Source: an optimization exercise on an open RTL-to-GDS flow (aim: small area, a short achievable clock period and few clock cycles per item). Production flows keep margins and buffers that such runs may drop. In this exercise RTL edits were held to simulation tests only and were not proved equivalent to the original.

Setup of main:
==> module fp32_add, before the edit <==
module fp32_add (
    input  wire [31:0] a,
    input  wire [15:0] b,
    output wire        sign,
    output wire [30:0] pre,
    output wire        up
);
    wire        na = |a[30:23];
    wire        nb = |b[14:7];
    wire [7:0]  ea = {a[30:24], a[23] | ~na};
    wire [7:0]  eb = {b[14:8], b[7] | ~nb};
    wire [23:0] ma = {na, a[22:0]};
    wire [7:0]  mb = {nb, b[6:0]};
    wire [7:0]  dab, dba;
    wire        ab_ge, ba_ge;
    bka #(8) u_dab (.a(ea), .b(~eb), .ci(1'b1), .s(dab), .co(ab_ge));
    bka #(8) u_dba (.a(eb), .b(~ea), .ci(1'b1), .s(dba), .co(ba_ge));
    wire        bbig = {eb, mb} > {ea, ma[23:16]};
    wire [7:0]  ex = bbig ? eb : ea;
    wire        sx = bbig ? b[15] : a[31];
    wire [23:0] mx = bbig ? {mb, 16'd0} : ma;
    wire [23:0] my = bbig ? ma : {mb, 16'd0};
    wire [7:0]  d  = bbig ? dba : dab;
    wire        sub = a[31] ^ b[15];
    wire [4:0]  dsh = d[4:0] | {5{|d[7:5]}};
    wire [25:0] yw  = {my, 2'd0} >> dsh;
    wire [23:0] below;
    genvar k;
    generate
        for (k = 0; k < 24; k = k + 1) begin : g_below
            assign below[k] = ({3'd0, dsh} >= k + 3);
        end
    endgenerate
    wire [26:0] myg = {yw, |(my & below)};
    wire [27:0] sum;
    wire        sco;
    bka #(28) u_sum (.a({1'b0, mx, 3'b000}), .b({1'b0, myg} ^ {28{sub}}), .ci(sub), .s(sum), .co(sco));
    wire [26:0] msh;
    wire [4:0]  shl;
    lzshift #(27) u_norm (.t(sum[26:0]), .lim(ex - 8'd1), .y(msh), .shl(shl));
    wire [26:0] m = sum[27] ? {sum[27:2], sum[1] | sum[0]} : msh;
    wire [7:0]  e;
    wire        c1;
    bka #(8) u_exs (.a(ex), .b(sum[27] ? 8'd0 : ~{3'd0, shl}), .ci(1'b1), .s(e), .co(c1));
    assign up   = m[2] & (m[1] | m[0] | m[3]);
    wire [7:0]  efld = m[26] ? e : 8'd0;
    assign pre  = {efld, m[25:3]};
    wire        zero = ~|sum;
    assign sign = zero ? (a[31] & b[15]) : sx;
endmodule
==> module bf16_rne, before the edit <==
module bf16_rne (
    input  wire        sign,
    input  wire [30:0] pre,
    input  wire        up,
    output wire [15:0] p1,
    output wire [15:0] w1,
    output wire        s_ovf,
    output wire        ovf
);
    wire        all1 = &pre[14:0];
    wire        all0 = ~|pre[14:0];
    wire        s15  = pre[15] ^ (up & all1);
    wire        c16  = up & all1 & pre[15];
    wire        s16  = pre[16] ^ c16;
    wire        z14  = up ? all1 : all0;            
    wire        upp  = s15 & (~z14 | s16);         
    wire [14:0] code;
    wire        c0;
    inc #(15) u_p1 (.a(pre[30:16]), .ci(c16 | upp), .s(code), .co(c0));
    assign ovf   = &code[14:7];
    assign p1    = {sign, code};
    assign s_ovf = (&pre[30:23]) | ((pre[30:23] == 8'hFE) & (&pre[22:0]) & up);
    wire [15:0] rm;
    wire        c1;
    inc #(16) u_neg (.a(pre[15:0] ^ {16{upp}}), .ci(up ^ upp), .s(rm), .co(c1));
    wire        rs = sign ^ upp;
    wire        ns = |pre[30:23];
    wire [7:0]  es = {pre[30:24], pre[23] | ~ns};
    wire [23:0] n;
    wire [4:0]  shl;
    lzshift #(24) u_norm (.t({8'd0, rm}), .lim(es - 8'd1), .y(n), .shl(shl));
    wire [7:0]  ed;
    wire        c2;
    rca #(8) u_er (.a(es), .b(~{3'd0, shl}), .ci(1'b1), .s(ed), .co(c2));
    wire [7:0]  er  = n[23] ? ed : 8'd0;
    wire        rup = n[15] & ((|n[14:0]) | n[16]);
    wire [14:0] wc;
    wire        c3;
    inc #(15) u_w1 (.a({er, n[22:16]}), .ci(rup), .s(wc), .co(c3));
    assign w1 = (rm == 16'd0) ? 16'h0000 : {rs, wc};
endmodule
Settings: LEC_CHECK=0, ABC_AREA=1, CAP_MARGIN=20, CORE_MARGIN=2, CORE_UTILIZATION=40, SLEW_MARGIN=20; clock period 75.0 ns.
standard.sh (not shown) runs the stock make flow with config.mk's settings and CLKGATE_MAP_FILE= SYNTH_SCRIPT=/design/flow/synth_recipe.tcl, a recipe that flattens the netlist after the stock synthesis.
==> flow/flow/run.sh <==
#!/bin/bash
# The standard layout (the standard.sh: ORFS synthesis to finish), with one
# change: the buffers that ORFS puts on every input and output port are
# sky130_fd_sc_hd__buf_2 cells instead of the resizer's default pick
# (clkdlybuf4s50_1, a slow delay buffer). Everything else, including the
# synthesis, floorplan, power grid, tap cells and clock tree, is standard.
set -euo pipefail
export BUFFER_PORTS_ARGS="-buffer_cell sky130_fd_sc_hd__buf_2"
bash standard.sh finish > flow_make.log 2>&1
Testbench counts of main, summed over its fixed seeds: cycles 16,032, items 16,000.
--- input diff main..the feature branch ---
-- flow/design.v --
<<< main, line 101
    bka #(8) u_dab (.a(ea), .b(~eb), .ci(1'b1), .s(dab), .co(ab_ge));
    bka #(8) u_dba (.a(eb), .b(~ea), .ci(1'b1), .s(dba), .co(ba_ge));
    wire        bbig = {eb, mb} > {ea, ma[23:16]};
    wire [7:0]  ex = bbig ? eb : ea;
    wire        sx = bbig ? b[15] : a[31];
>>> the feature branch, line 101
    bka #(8) u_dab (.a(ea), .b(~eb), .ci(1'b1), .s(dab), .co(ab_ge));
    bka #(8) u_dba (.a(eb), .b(~ea), .ci(1'b1), .s(dba), .co(ba_ge));
    wire [7:0]  mdm;
    wire        ma_ge;
    bka #(8) u_mc (.a(ma[23:16]), .b(~mb), .ci(1'b1), .s(mdm), .co(ma_ge));
    wire        bbig = ~ab_ge | (ab_ge & ba_ge & ~ma_ge);
    wire [7:0]  ex = bbig ? eb : ea;
    wire        sx = bbig ? b[15] : a[31];
<<< main, line 165
    wire [14:0] code;
    wire        c0;
    inc #(15) u_p1 (.a(pre[30:16]), .ci(c16 | upp), .s(code), .co(c0));
    assign ovf   = &code[14:7];
    assign p1    = {sign, code};
>>> the feature branch, line 168
    wire [14:0] code;
    wire        c0;
    bka #(15) u_p1 (.a(pre[30:16]), .b(15'd0), .ci(c16 | upp), .s(code), .co(c0));
    assign ovf   = &code[14:7];
    assign p1    = {sign, code};
<<< main, line 171
    wire [15:0] rm;
    wire        c1;
    inc #(16) u_neg (.a(pre[15:0] ^ {16{upp}}), .ci(up ^ upp), .s(rm), .co(c1));
    wire        rs = sign ^ upp;
    wire        ns = |pre[30:23];
>>> the feature branch, line 174
    wire [15:0] rm;
    wire        c1;
    bka #(16) u_neg (.a(pre[15:0] ^ {16{upp}}), .b(16'd0), .ci(up ^ upp), .s(rm), .co(c1));
    wire        rs = sign ^ upp;
    wire        ns = |pre[30:23];
<<< main, line 185
    wire [14:0] wc;
    wire        c3;
    inc #(15) u_w1 (.a({er, n[22:16]}), .ci(rup), .s(wc), .co(c3));
    assign w1 = (rm == 16'd0) ? 16'h0000 : {rs, wc};
endmodule
>>> the feature branch, line 188
    wire [14:0] wc;
    wire        c3;
    bka #(15) u_w1 (.a({er, n[22:16]}), .b(15'd0), .ci(rup), .s(wc), .co(c3));
    assign w1 = (rm == 16'd0) ? 16'h0000 : {rs, wc};
endmodule
==> comparison <==
- The feature branch vs main — count of mapped cells out of synthesis climbed slightly
- Compared to main, the feature branch has HPWL after detailed placement 7.1% lower.
- main → the feature branch: final standard cell count with taps included and fillers excluded went up; wire length reported by the detailed router went down; horizontal die dimension did not really move; mean number of vias per cell went down; number of buffers created by CTS went up.
- On sequential share of layout area, main tracks the feature branch almost exactly.
- Non-clock buffer count on the feature branch is up relative to main.
- Diff main..the feature branch | routability-driven placement congestion ratio | negligible
- Taking main over the feature branch, the total length of routed met2 wires ratio works out to 1.10.
Testbench counts of the feature branch, summed over its fixed seeds: cycles 16,032, items 16,000.

* * *

Another version of the RTL of whey_update (not shown whole).
Size: ~6500 cells after synthesis, about 460 flip-flops, about 210 I/O pins, about 46000 um2 of cells after synthesis.
==> module fp32_add, before the edit <==
module fp32_add (
    input  wire [31:0] a,
    input  wire [15:0] b,
    output wire        sign,
    output wire [30:0] pre,
    output wire        up
);
    wire        na = |a[30:23];
    wire        nb = |b[14:7];
    wire [7:0]  ea = {a[30:24], a[23] | ~na};
    wire [7:0]  eb = {b[14:8], b[7] | ~nb};
    wire [23:0] ma = {na, a[22:0]};
    wire [7:0]  mb = {nb, b[6:0]};
    wire [7:0]  dab, dba;
    wire        ab_ge, ba_ge;
    bka #(8) u_dab (.a(ea), .b(~eb), .ci(1'b1), .s(dab), .co(ab_ge));
    bka #(8) u_dba (.a(eb), .b(~ea), .ci(1'b1), .s(dba), .co(ba_ge));
    wire [7:0]  mdm;
    wire        ma_ge;
    bka #(8) u_mc (.a(ma[23:16]), .b(~mb), .ci(1'b1), .s(mdm), .co(ma_ge));
    wire        bbig = ~ab_ge | (ab_ge & ba_ge & ~ma_ge);
    wire [7:0]  ex = bbig ? eb : ea;
    wire        sx = bbig ? b[15] : a[31];
    wire [23:0] mx = bbig ? {mb, 16'd0} : ma;
    wire [23:0] my = bbig ? ma : {mb, 16'd0};
    wire [7:0]  d  = bbig ? dba : dab;
    wire        sub = a[31] ^ b[15];
    wire [4:0]  dsh = d[4:0] | {5{|d[7:5]}};
    wire [25:0] yw  = {my, 2'd0} >> dsh;
    wire [23:0] below;
    genvar k;
    generate
        for (k = 0; k < 24; k = k + 1) begin : g_below
            assign below[k] = ({3'd0, dsh} >= k + 3);
        end
    endgenerate
    wire [26:0] myg = {yw, |(my & below)};
    wire [27:0] sum;
    wire        sco;
    bka #(28) u_sum (.a({1'b0, mx, 3'b000}), .b({1'b0, myg} ^ {28{sub}}), .ci(sub), .s(sum), .co(sco));
    wire [26:0] msh;
    wire [4:0]  shl;
    lzshift #(27) u_norm (.t(sum[26:0]), .lim(ex - 8'd1), .y(msh), .shl(shl));
    wire [26:0] m = sum[27] ? {sum[27:2], sum[1] | sum[0]} : msh;
    wire [7:0]  e;
    wire        c1;
    bka #(8) u_exs (.a(ex), .b(sum[27] ? 8'd0 : ~{3'd0, shl}), .ci(1'b1), .s(e), .co(c1));
    assign up   = m[2] & (m[1] | m[0] | m[3]);
    wire [7:0]  efld = m[26] ? e : 8'd0;
    assign pre  = {efld, m[25:3]};
    wire        zero = ~|sum;
    assign sign = zero ? (a[31] & b[15]) : sx;
endmodule
Settings: LEC_CHECK=0, ABC_AREA=1, CAP_MARGIN=20, CORE_MARGIN=2, CORE_UTILIZATION=40, SLEW_MARGIN=20; clock period 75.0 ns.
Scripts as last shown in full above: flow/flow/run.sh
Testbench counts at the start, summed over its fixed seeds: cycles 16,032, items 16,000.
Edit:
--- a/flow/design.v
+++ b/flow/design.v
@@ -98,14 +98,11 @@
     wire [7:0]  mb = {nb, b[6:0]};
     wire [7:0]  dab, dba;
     wire        ab_ge, ba_ge;
     bka #(8) u_dab (.a(ea), .b(~eb), .ci(1'b1), .s(dab), .co(ab_ge));
     bka #(8) u_dba (.a(eb), .b(~ea), .ci(1'b1), .s(dba), .co(ba_ge));
-    wire [7:0]  mdm;
-    wire        ma_ge;
-    bka #(8) u_mc (.a(ma[23:16]), .b(~mb), .ci(1'b1), .s(mdm), .co(ma_ge));
-    wire        bbig = ~ab_ge | (ab_ge & ba_ge & ~ma_ge);
+    wire        bbig = {eb, mb} > {ea, ma[23:16]};
     wire [7:0]  ex = bbig ? eb : ea;
     wire        sx = bbig ? b[15] : a[31];
     wire [23:0] mx = bbig ? {mb, 16'd0} : ma;
     wire [23:0] my = bbig ? ma : {mb, 16'd0};
     wire [7:0]  d  = bbig ? dba : dab;
@@ -165,17 +162,17 @@
     wire        s16  = pre[16] ^ c16;
     wire        z14  = up ? all1 : all0;            
     wire        upp  = s15 & (~z14 | s16);         
     wire [14:0] code;
     wire        c0;
-    inc #(15) u_p1 (.a(pre[30:16]), .ci(c16 | upp), .s(code), .co(c0));
+    bka #(15) u_p1 (.a(pre[30:16]), .b(15'd0), .ci(c16 | upp), .s(code), .co(c0));
     assign ovf   = &code[14:7];
     assign p1    = {sign, code};
     assign s_ovf = (&pre[30:23]) | ((pre[30:23] == 8'hFE) & (&pre[22:0]) & up);
     wire [15:0] rm;
     wire        c1;
-    inc #(16) u_neg (.a(pre[15:0] ^ {16{upp}}), .ci(up ^ upp), .s(rm), .co(c1));
+    bka #(16) u_neg (.a(pre[15:0] ^ {16{upp}}), .b(16'd0), .ci(up ^ upp), .s(rm), .co(c1));
     wire        rs = sign ^ upp;
     wire        ns = |pre[30:23];
     wire [7:0]  es = {pre[30:24], pre[23] | ~ns};
     wire [23:0] n;
     wire [4:0]  shl;
@@ -185,11 +182,11 @@
     rca #(8) u_er (.a(es), .b(~{3'd0, shl}), .ci(1'b1), .s(ed), .co(c2));
     wire [7:0]  er  = n[23] ? ed : 8'd0;
     wire        rup = n[15] & ((|n[14:0]) | n[16]);
     wire [14:0] wc;
     wire        c3;
-    inc #(15) u_w1 (.a({er, n[22:16]}), .ci(rup), .s(wc), .co(c3));
+    bka #(15) u_w1 (.a({er, n[22:16]}), .b(15'd0), .ci(rup), .s(wc), .co(c3));
     assign w1 = (rm == 16'd0) ? 16'h0000 : {rs, wc};
 endmodule
 module whey_lane_a (
     input  wire [31:0] delta,
     input  wire [15:0] w,
Wire length climbs by a few percent. Global-route usage climbs by 1.1 points. Area after synthesis climbs slightly. Utilization drops by 0.14 points. Via count climbs by a few percent. Maximum frequency stays flat. Non-clock buffer count drops by 10. Clock-buffer cell count is unchanged. Sequential share of layout area drops by 0.31 points. Worst setup slack is worse by 0.035 ns. Die area climbs slightly.
Testbench counts after the change, summed over its fixed seeds: cycles 16,032, items 16,000.

[port drivers added, routing unchanged]
The results above use ideal ports. As a check the final layouts listed here were re-extracted and re-timed, cells and wires unchanged. Step 1: set_driving_cell puts a clkbuf_16 on clk and a buf_2 on each other input, an assumption about the parent block. Step 2 also shifts input and output timing later by t, the mid clock arrival at the registers, as if the neighbouring blocks saw the same clock. Three values: no drivers, after step 1, after step 2; two values: the first two.
run | t, ns | setup slack, ns | latest minus earliest clock arrival (ns) | worst register clock-pin slew, ns | worst data-port slew with drivers (ns)
main | 0.717 | 58.779 / 58.704 / 58.707 | 0.064 / 0.064 | 0.07 / 0.07 | 0.05
the feature branch | 0.732 | 58.781 / 58.711 / 58.391 | 0.082 / 0.082 | 0.08 / 0.08 | 0.06
the first run of note 2 | 0.720 | 58.738 / 58.663 / 58.682 | 0.035 / 0.035 | 0.07 / 0.07 | 0.06
the second run of note 2 | 0.720 | 58.703 / 58.690 / 58.660 | 0.024 / 0.025 | 0.07 / 0.07 | 0.04
After both steps setup and hold are still met in every run listed. The setup slack of the feature branch, which loses most, moves by -0.070 ns with the drivers and by -0.390 ns with both steps.
